Source: an optimization exercise on an open RTL-to-GDS flow (aim: small area, a short achievable clock period and few clock cycles per item). Production flows keep margins and buffers that such runs may drop. Where RTL was checked, it was by simulation tests only, not by an equivalence proof against the original.

## violet
// chard_lane
module chard_lane (
    input  wire        clk,
    input  wire        rst,
    input  wire        cmd_valid,
    output wire        cmd_ready,
    input  wire        cmd_slot,       
    input  wire [63:0] cmd_seed,
    input  wire [63:0] cmd_index,      
    input  wire [15:0] cmd_epoch,      
    input  wire [9:0]  cmd_stream,     
    input  wire [15:0] cmd_op,         
    input  wire [63:0] cmd_pos,        
    input  wire [15:0] cmd_count,      
    output wire        out_valid,
    input  wire        out_ready,
    output wire [31:0] out_word,
    output wire [63:0] out_hash,       
    output wire        out_last,       
    output wire        out_wrap,       
    output wire        tbl_en,
    output wire [9:0]  tbl_addr_a,
    output wire [9:0]  tbl_addr_b,
    input  wire [31:0] tbl_data_a,
    input  wire [31:0] tbl_data_b
);
    localparam RPS = 1;                
    localparam NS  = 8 / RPS;          
    localparam J5  = 5 / RPS;          
    localparam [31:0] K6 = 32'h9E37_79B9;
  ...
clock: 5.0 ns
lec_check: 0
cap_margin: 20
core_margin: 2
core_utilization: 40
setup_slack_margin: 2.6
slew_margin: 20
standard.sh (not shown) runs the stock make flow with config.mk's settings and CLKGATE_MAP_FILE= SYNTH_SCRIPT=/design/flow/synth_recipe.tcl, a recipe that flattens the netlist after the stock synthesis.
==> flow/flow/run.sh <==
#!/bin/bash
# The standard layout (standard.sh), with two synthesis changes that touch
# only the combinational mapping (registers are mapped exactly as in the
# standard synthesis, before either step):
#  - abc maps with a delay target (flow/abc_speed.script) in place of the
#    stock speed script;
#  - no full/half-adder extraction (ADDER_MAP_FILE empty), so abc sees the
#    adders as plain logic.
# Everything else is ORFS's own scripts, unchanged.
set -euo pipefail
here=$(pwd)
rm -rf "$here/scripts"
cp -r "$FLOW_HOME/scripts" "$here/scripts"
cp "$here/flow/abc_speed.script" "$here/scripts/abc_speed.script"
export SCRIPTS_DIR="$here/scripts"
export ADDER_MAP_FILE=
bash "$here/standard.sh" > "$here/standard.log" 2>&1
==> flow/flow/abc_speed.script <==
strash
dch -f
map -D 1400
buffer -c
topo
stime -c
upsize -c
dnsize -c
Testbench counts of violet, summed over its fixed seeds: cycles 24,293, items 23,934.
Relative to violet, the following input files were edited for cedar:
- SETUP_SLACK_MARGIN now 2.3, was 2.6
- SLEW_MARGIN now 30, was 20
- CAP_MARGIN now 30, was 20
--- a/flow/flow/run.sh
+++ b/flow/flow/run.sh
@@ -16,0 +17 @@
+export BUFFER_PORTS_ARGS="-buffer_cell sky130_fd_sc_hd__buf_1"
Notes after the runs:
cedar against violet: area overhead of the layout relative to synthesis now sits lower, setup slack now sits lower. The cell with the largest stage delay on the worst path comes out buf_12 in one run and edfxtp_1 in the other, namely in violet and cedar respectively. Final worst-path cycle share in cedar is 1.0 points higher than in violet. Worst stage delay on the critical path: cedar vs violet up 320 ps.
Inputs modified between cedar and xenon:
- CORE_UTILIZATION changed from 40 to 60
Notes after the runs:
Comparing clock distribution area overhead in the final layout for cedar and xenon, the smaller number came from xenon.
Critical path's largest stage delay: xenon vs cedar up 60 ps
Summary of xenon over cedar: peak fanout along the critical path picked up an extra 1, post-layout instance count excluding filler cells lost about 8%.
Comparing cedar and xenon, number of cells on the critical path is lower on cedar.
Number of DRC markers in iteration 0 (higher): xenon

chard_lane, a different RTL version from the one above (not shown whole).
Size in the first run: about 5300 cells after synthesis, roughly 970 flip-flops, ~440 I/O pins.
==> flow/config.mk <==
export PLATFORM = sky130hd
export DESIGN_NAME = chard_lane
export DESIGN_NICKNAME = chard_lane
export VERILOG_FILES = /design/flow/design.v
export SDC_FILE = /design/flow/constraint.sdc
export NUM_CORES = 4
export LEC_CHECK = 0
export CAP_MARGIN = 30
export CORE_MARGIN = 2
export CORE_UTILIZATION = 40
export SETUP_SLACK_MARGIN = 2.4
export SLEW_MARGIN = 30
==> flow/constraint.sdc <==
create_clock -name core_clock -period 5.0 [get_ports {clk}]
set_input_delay 1.0000 -clock core_clock [delete_from_list [all_inputs] [get_ports {clk}]]
set_output_delay 1.0000 -clock core_clock [all_outputs]
set_load 0.01 [all_outputs]
==> flow/flow/run.sh <==
#!/bin/bash
# The standard layout (standard.sh), with two synthesis changes that touch
# only the combinational mapping (registers are mapped exactly as in the
# standard synthesis, before either step):
#  - abc maps with a delay target (flow/abc_speed.script) in place of the
#    stock speed script;
#  - no full/half-adder extraction (ADDER_MAP_FILE empty), so abc sees the
#    adders as plain logic.
# Everything else is ORFS's own scripts, unchanged.
set -euo pipefail
here=$(pwd)
rm -rf "$here/scripts"
cp -r "$FLOW_HOME/scripts" "$here/scripts"
cp "$here/flow/abc_speed.script" "$here/scripts/abc_speed.script"
export SCRIPTS_DIR="$here/scripts"
export ADDER_MAP_FILE=
export BUFFER_PORTS_ARGS="-buffer_cell sky130_fd_sc_hd__buf_1"
bash "$here/standard.sh" > "$here/standard.log" 2>&1
Scripts as last shown in full above: flow/flow/abc_speed.script
The baseline passed the timing, DRC and antenna checks.
Edit:
--- a/flow/config.mk
+++ b/flow/config.mk
@@ -11 +11 @@
-export SETUP_SLACK_MARGIN = 2.4
+export SETUP_SLACK_MARGIN = 2.3
=>
- non-clock buffer count decreases by 85
- synthesized area is unchanged
- routed wire length decreases by 1.0%
- final area decreases by 2.4%
Edit:
--- a/flow/config.mk
+++ b/flow/config.mk
@@ -10,0 +11,2 @@
+export CTS_CLUSTER_DIAMETER = 80
+export CTS_CLUSTER_SIZE = 20
=>
- flip-flop and latch count does not change
- setup slack got worse by 58 ps
- count of clock-buffer cells in the layout falls by 48
- worst hold slack barely changes
- routed wire length stays flat
- sequential share of layout area rises by 0.68 points
- via count falls by about 0.45%
- die area is unchanged
No run of this note included a check of the RTL's function; only the layout flow was run.

Another version of the RTL of chard_lane (not shown whole).
Size: ~440 I/O pins.
Settings: LEC_CHECK=0, CAP_MARGIN=30, CORE_MARGIN=2, CORE_UTILIZATION=40, CTS_CLUSTER_DIAMETER=80, CTS_CLUSTER_SIZE=20, SETUP_SLACK_MARGIN=2.3, SLEW_MARGIN=30, TNS_END_PERCENT=5; clock period 5.0 ns.
Scripts as last shown in full above: flow/flow/run.sh, flow/flow/abc_speed.script
The baseline completed without violations.
Then changed:
--- a/flow/config.mk
+++ b/flow/config.mk
@@ -11,5 +11,5 @@
 export CTS_CLUSTER_DIAMETER = 80
 export CTS_CLUSTER_SIZE = 20
-export SETUP_SLACK_MARGIN = 2.3
+export SETUP_SLACK_MARGIN = 2.4
 export SLEW_MARGIN = 30
 export TNS_END_PERCENT = 5
After rerunning: Via count stays flat; synthesized area does not change; count of clock-buffer cells in the layout is unchanged; first-iteration DRC count increases by 5.3%; clock skew stays flat; cell area is higher by 0.64%; wire length came out higher by 0.92%.
Function was not checked in any run of this note: the RTL went through the layout flow alone.

Setup of run 1:
The RTL this note starts from:
==> flow/design.v <==
module chard_lane (
    input  wire        clk,
    input  wire        rst,
    input  wire        cmd_valid,
    output wire        cmd_ready,
    input  wire        cmd_slot,       
    input  wire [63:0] cmd_seed,
    input  wire [63:0] cmd_index,      
    input  wire [15:0] cmd_epoch,      
    input  wire [9:0]  cmd_stream,     
    input  wire [15:0] cmd_op,         
    input  wire [63:0] cmd_pos,        
    input  wire [15:0] cmd_count,      
    output wire        out_valid,
    input  wire        out_ready,
    output wire [31:0] out_word,
    output wire [63:0] out_hash,       
    output wire        out_last,       
    output wire        out_wrap,       
    output wire        tbl_en,
    output wire [9:0]  tbl_addr_a,
    output wire [9:0]  tbl_addr_b,
    input  wire [31:0] tbl_data_a,
    input  wire [31:0] tbl_data_b
);
    localparam RPS = 1;                
    localparam NS  = 8 / RPS;          
    localparam J5  = 5 / RPS;          
    localparam [31:0] K6 = 32'h9E37_79B9;
    localparam [31:0] K7 = 32'h7F4A_7C15;
    wire adv = out_ready | ~out_valid;
    reg         pending;               
    reg         ready_r;               
    reg         g_busy;
    reg         g_slot;
    reg         g_first;
    reg  [63:0] g_pos;
    reg  [15:0] g_left;
    assign cmd_ready = ready_r;
    wire g_last  = (g_left == 16'd1);
    wire g_wrap  = g_slot & ~g_first & (g_pos[47:0] == 48'd0);
    wire [63:0] g_next_pos = g_slot ? {g_pos[63:48], g_pos[47:0] + 48'd1}
                                    : g_pos + 64'd1;
    wire take    = cmd_valid & ready_r;
    wire abort   = pending & ~cmd_valid;             
    wire vacc    = cmd_valid & ~pending & (~g_busy | (adv & g_last));
    wire        v  [0:NS+2];           
    wire        f  [0:NS+2];           
    wire        sp [0:NS+2];           
    wire        l  [0:NS+2];           
    wire        w  [0:NS+2];           
    assign v[0]  = g_busy;
    assign f[0]  = g_first;
    assign sp[0] = pending;
    assign l[0]  = g_last;
    assign w[0]  = g_wrap;
    wire keys_in = (J5 == 0) ? vacc : (adv & v[J5-1] & f[J5-1] & sp[J5-1]);
    always @(posedge clk) begin
        if (rst) begin
            pending <= 1'b0;
            ready_r <= 1'b0;
            g_busy  <= 1'b0;
        end else begin
            if (take | abort) begin
                pending <= 1'b0;
                ready_r <= 1'b0;
            end else begin
                if (vacc)
                    pending <= 1'b1;
                if (keys_in)
                    ready_r <= 1'b1;
            end
            if (abort)
                g_busy <= 1'b0;
            else if (vacc)
                g_busy <= 1'b1;
            else if (g_busy & adv & g_last)
                g_busy <= 1'b0;
        end
    end
    always @(posedge clk) begin
        if (vacc) begin
            g_slot  <= cmd_slot;
            g_first <= 1'b1;
            g_pos   <= cmd_pos;
            g_left  <= cmd_count;
        end else if (g_busy & adv) begin
            g_first <= 1'b0;
            g_pos   <= g_next_pos;
            g_left  <= g_left - 16'd1;
        end
    end
    reg  [31:0] kb0, kb1, kb2, kb3;
    reg  [25:0] kb4;                   
    reg  [15:0] kb5;                   
    reg         kb5s;                  
    wire [31:0] k4 = {kb4[25:10], 6'd0, kb4[9:0]};
    wire [31:0] k5 = {6'd0, kb5s, ~kb5s, 8'h00, kb5};
    function kload;
        input integer i;
        begin
            if (i / RPS == 0) kload = vacc;
            else kload = adv & v[i/RPS-1] & f[i/RPS-1] & sp[i/RPS-1];
        end
    endfunction
    always @(posedge clk) begin
        if (kload(0)) kb0 <= cmd_seed[31:0];
        if (kload(1)) kb1 <= cmd_seed[63:32];
        if (kload(2)) kb2 <= cmd_slot ? 32'd0 : cmd_index[31:0];
        if (kload(3)) kb3 <= cmd_slot ? 32'd0 : cmd_index[63:32];
        if (kload(4)) kb4 <= cmd_slot ? 26'd0 : {cmd_epoch, cmd_stream};
        if (kload(5)) begin
            kb5  <= cmd_slot ? 16'd0 : cmd_op;
            kb5s <= cmd_slot;
        end
    end
    function [31:0] key_of;
        input integer i;
        begin
            case (i)
                0: key_of = kb0;
                1: key_of = kb1;
                2: key_of = kb2;
                3: key_of = kb3;
                4: key_of = k4;
                5: key_of = k5;
                6: key_of = K6;
                default: key_of = K7;
            endcase
        end
    endfunction
    function [63:0] round;
        input [31:0] a, b, k;
        reg   [31:0] s;
        begin
            s     = {a[7:0], a[31:8]} + b;
            round = {s ^ k, s ^ ({b[28:0], b[31:29]} ^ k)};
        end
    endfunction
    wire [31:0] sa [0:NS];             
    wire [31:0] sb [0:NS];
    assign sa[0] = g_pos[63:32];
    assign sb[0] = g_pos[31:0];
    genvar gs, gr;
    generate
        for (gs = 1; gs <= NS; gs = gs + 1) begin : st
            reg  [31:0] ra, rb;
            reg         rv, rf, rsp, rl, rw;
            wire [63:0] h [0:RPS];
            assign h[0] = {sa[gs-1], sb[gs-1]};
            for (gr = 0; gr < RPS; gr = gr + 1) begin : rn
                assign h[gr+1] = round(h[gr][63:32], h[gr][31:0],
                                       key_of((gs - 1) * RPS + gr));
            end
            always @(posedge clk) begin
                if (rst)
                    rv <= 1'b0;
                else if (adv)          
                    rv <= v[gs-1] & ~(abort & sp[gs-1]);
                else if (abort & rsp)
                    rv <= 1'b0;
                if (take)
                    rsp <= 1'b0;
                else if (adv)
                    rsp <= sp[gs-1];
            end
            always @(posedge clk)
                if (adv) begin
                    ra <= h[RPS][63:32];
                    rb <= h[RPS][31:0];
                    rf <= f[gs-1];
                    rl <= l[gs-1];
                    rw <= w[gs-1];
                end
            assign sa[gs] = ra;
            assign sb[gs] = rb;
            assign v[gs]  = rv;
            assign f[gs]  = rf;
            assign sp[gs] = rsp;
            assign l[gs]  = rl;
            assign w[gs]  = rw;
        end
    endgenerate
    reg  [31:0] t_a, t_b;
    reg  [31:0] o_word;
    reg  [63:0] o_hash;
    reg         t_v, t_l, t_w, o_v, o_l, o_w;
    assign tbl_en     = adv & v[NS];
    assign tbl_addr_a = sb[NS][9:0];
    assign tbl_addr_b = sb[NS][19:10];
    wire [63:0] tb_dbl = {tbl_data_b, tbl_data_b} << t_b[24:20];
    always @(posedge clk) begin
        if (rst) begin
            t_v <= 1'b0;
            o_v <= 1'b0;
        end else if (adv) begin
            t_v <= v[NS];
            o_v <= t_v;
        end
    end
    always @(posedge clk)
        if (adv) begin
            t_a    <= sa[NS];
            t_b    <= sb[NS];
            t_l    <= l[NS];
            t_w    <= w[NS];
            o_word <= tbl_data_a ^ tb_dbl[63:32] ^ t_a;
            o_hash <= {t_a, t_b};
            o_l    <= t_l;
            o_w    <= t_w;
        end
    assign out_valid = o_v;
    assign out_word  = o_word;
    assign out_hash  = o_hash;
    assign out_last  = o_l;
    assign out_wrap  = o_w;
endmodule
export LEC_CHECK = 0
export CAP_MARGIN = 20
export CORE_MARGIN = 2
export CORE_UTILIZATION = 40
export SLEW_MARGIN = 20
create_clock -name core_clock -period 5.0 [get_ports {clk}]
Scripts as last shown in full above: flow/flow/run.sh, flow/flow/abc_speed.script
The flow did not stop early for run 1: all stages ran, and the layout cleared the timing, DRC and antenna checks.
Testbench counts of run 1, summed over its fixed seeds: cycles 24,293, items 23,934.
#### Input delta (run 2 over run 1)
diff --git a/flow/config.mk b/flow/config.mk
--- a/flow/config.mk
+++ b/flow/config.mk
@@ -7,5 +7,6 @@
 export LEC_CHECK = 0
-export CAP_MARGIN = 20
+export CAP_MARGIN = 30
 export CORE_MARGIN = 2
 export CORE_UTILIZATION = 40
-export SLEW_MARGIN = 20
+export SETUP_SLACK_MARGIN = 2.45
+export SLEW_MARGIN = 30
--- outcome ---
A highest metal layer with signal wires of met5 is what run 1 shows, while met4 belongs to run 2.
Changes observed in run 2 relative to run 1: multi-input combinational cell count level, number of global-route vias before repair higher.
In run 2, the worst hold slack came out 0.0089 ns above the value in run 1.
In run 2, logic depth of the worst path, buffers included is higher than in run 1.
The run showing the greater total global-route track usage is run 2.
When run 2 is measured against run 1, its wire length turns out 7.6 mm higher.
Re height of the die: no difference whatsoever between run 2 and run 1.

Starts from the design.v that is shown in full above.
==> flow/config.mk <==
export PLATFORM = sky130hd
export DESIGN_NAME = chard_lane
export DESIGN_NICKNAME = chard_lane
export VERILOG_FILES = /design/flow/design.v
export SDC_FILE = /design/flow/constraint.sdc
export NUM_CORES = 4
export LEC_CHECK = 0
export CAP_MARGIN = 30
export CORE_MARGIN = 2
export CORE_UTILIZATION = 40
export SETUP_SLACK_MARGIN = 2.3
export SLEW_MARGIN = 30
==> flow/constraint.sdc <==
create_clock -name core_clock -period 5.0 [get_ports {clk}]
set_input_delay 1.0000 -clock core_clock [delete_from_list [all_inputs] [get_ports {clk}]]
set_output_delay 1.0000 -clock core_clock [all_outputs]
set_load 0.01 [all_outputs]
==> flow/flow/abc_speed.script <==
strash
dch -f
map -D 1600
buffer -c
topo
stime -c
upsize -c
dnsize -c
Scripts as last shown in full above: flow/flow/run.sh
The first run ran to the end with no violations.
Testbench counts at the start, summed over its fixed seeds: cycles 24,293, items 23,934.
Change:
==> flow/run.sh (new file) <==
#!/bin/bash
# synth_recipe.tcl (not shown) runs the flow's synth.tcl, then flattens the netlist and writes it again
# the make line also repeats each setting of config.mk as NAME=value (left out here)
make -C /OpenROAD-flow-scripts/flow DESIGN_CONFIG=/design/flow/config.mk WORK_HOME=/design/flow/orfs CLKGATE_MAP_FILE= SYNTH_SCRIPT=/design/flow/synth_recipe.tcl finish
CAP_MARGIN = 20   (was 30)
SETUP_SLACK_MARGIN = 2.6   (was 2.3)
SLEW_MARGIN = 20   (was 30)
removed: flow/flow/run.sh
removed: flow/flow/abc_speed.script
removed: flow/standard.sh
Effect: The new run produced a clean layout. Cell area rose by 10%. Worst setup slack got worse by 0.32 ns. Core utilization rises by 8.2 points. Die area drops by 4.7%. Maximum frequency is lower by 10%. Via count drops by 15%.
Change:
==> flow/flow/run.sh (new file) <==
#!/bin/bash
# The standard layout (standard.sh), with two synthesis changes that touch
# only the combinational mapping (registers are mapped exactly as in the
# standard synthesis, before either step):
#  - abc maps with a delay target (flow/abc_speed.script) in place of the
#    stock speed script;
#  - no full/half-adder extraction (ADDER_MAP_FILE empty), so abc sees the
#    adders as plain logic.
# Everything else is ORFS's own scripts, unchanged.
set -euo pipefail
here=$(pwd)
rm -rf "$here/scripts"
cp -r "$FLOW_HOME/scripts" "$here/scripts"
cp "$here/flow/abc_speed.script" "$here/scripts/abc_speed.script"
export SCRIPTS_DIR="$here/scripts"
export ADDER_MAP_FILE=
export BUFFER_PORTS_ARGS="-buffer_cell sky130_fd_sc_hd__buf_1"
bash "$here/standard.sh" > "$here/standard.log" 2>&1
==> flow/flow/abc_speed.script (new file) <==
strash
dch -f
map -D 1400
buffer -c
topo
stime -c
upsize -c
dnsize -c
==> flow/standard.sh (new file) <==
#!/bin/bash
# synth_recipe.tcl (not shown) runs the flow's synth.tcl, then flattens the netlist and writes it again
# the make line also repeats each setting of config.mk as NAME=value (left out here)
make -C /OpenROAD-flow-scripts/flow DESIGN_CONFIG=/design/flow/config.mk WORK_HOME=/design/flow/orfs CLKGATE_MAP_FILE= SYNTH_SCRIPT=/design/flow/synth_recipe.tcl "${@:-finish}"
CAP_MARGIN = 30   (was 20)
SETUP_SLACK_MARGIN = 2.1   (was 2.6)
SLEW_MARGIN = 30   (was 20)
removed: flow/run.sh
Final cell count rose by about 21%.
Worst setup slack improves by 0.27 ns.
Sequential share of layout area is higher by 6.0 points.
Non-clock buffer count came out lower by 536.
Die area increases by about 6.6%.
Hold slack is about the same.
Synthesized area rose by about 7%.
Wire length is higher by about 9%.
Clock-buffer cell count went up by 6.
Via count is higher by about 17%.
Change:
==> flow/run.sh (new file) <==
#!/bin/bash
# synth_recipe.tcl (not shown) runs the flow's synth.tcl, then flattens the netlist and writes it again
# the make line also repeats each setting of config.mk as NAME=value (left out here)
make -C /OpenROAD-flow-scripts/flow DESIGN_CONFIG=/design/flow/config.mk WORK_HOME=/design/flow/orfs CLKGATE_MAP_FILE= SYNTH_SCRIPT=/design/flow/synth_recipe.tcl finish
CAP_MARGIN = 20   (was 30)
SETUP_SLACK_MARGIN = not set   (was 2.1)
SLEW_MARGIN = 20   (was 30)
removed: flow/flow/run.sh
removed: flow/flow/abc_speed.script
removed: flow/standard.sh
=> Global-route usage came out lower by 3.2 points. Utilization goes up by 1.7 points. Hold slack barely changes. Synthesized area fell by a few percent. Count of clock-buffer cells in the layout goes down by 11.

## port drivers added, routing unchanged
In the flow no input, the clock included, has a driving cell. The finished layouts below were timed again as built, in two steps. Step 1: set_driving_cell puts a clkbuf_16 on clk and a buf_2 on each other input, an assumption about the parent block. Step 2 also shifts input and output timing later by t, the mid clock arrival at the registers, as if the neighbouring blocks saw the same clock. Slacks: no drivers / after step 1 / after step 2; pairs: no drivers / after step 1.
run | t, ns | slack for setup (ns) | slew at the worst register clock pin (ns) | worst slew at a driven data input, ns
violet | 0.814 | 2.359 / 2.313 / 1.855 | 0.07 / 0.07 | 0.16
cedar | 0.803 | 2.308 / 2.280 / 1.604 | 0.07 / 0.07 | 0.14
xenon | 0.768 | 2.271 / 2.271 / 1.585 | 0.07 / 0.07 | 0.15
the first run of note 2 | 0.784 | 2.262 / 2.262 / 1.820 | 0.08 / 0.08 | 0.16
the second run of note 2 | 0.793 | 2.274 / 2.274 / 1.819 | 0.07 / 0.07 | 0.15
the third run of note 2 | 0.756 | 2.216 / 2.216 / 1.829 | 0.09 / 0.09 | 0.16
the first run of note 3 | 0.736 | 2.189 / 2.201 / 1.501 | 0.09 / 0.09 | 0.17
the second run of note 3 | 0.736 | 2.250 / 2.250 / 1.688 | 0.09 / 0.09 | 0.17
run 1 | 0.805 | 1.512 / 1.490 / 1.480 | 0.07 / 0.07 | 0.16
run 2 | 0.807 | 2.344 / 2.312 / 1.728 | 0.07 / 0.07 | 0.15
the first run of note 5 | 0.791 | 2.181 / 2.181 / 1.886 | 0.07 / 0.07 | 0.15
the second run of note 5 | 0.794 | 1.857 / 1.857 / 1.819 | 0.07 / 0.07 | 0.14
the third run of note 5 | 0.799 | 2.130 / 2.104 / 1.555 | 0.07 / 0.07 | 0.16
the fourth run of note 5 | 0.780 | 1.294 / 1.294 / 1.294 | 0.07 / 0.07 | 0.13
After both steps setup and hold are still met in every run listed. For cedar, which loses most, drivers alone change the setup slack by -0.028 ns; drivers and shift together by -0.704 ns.
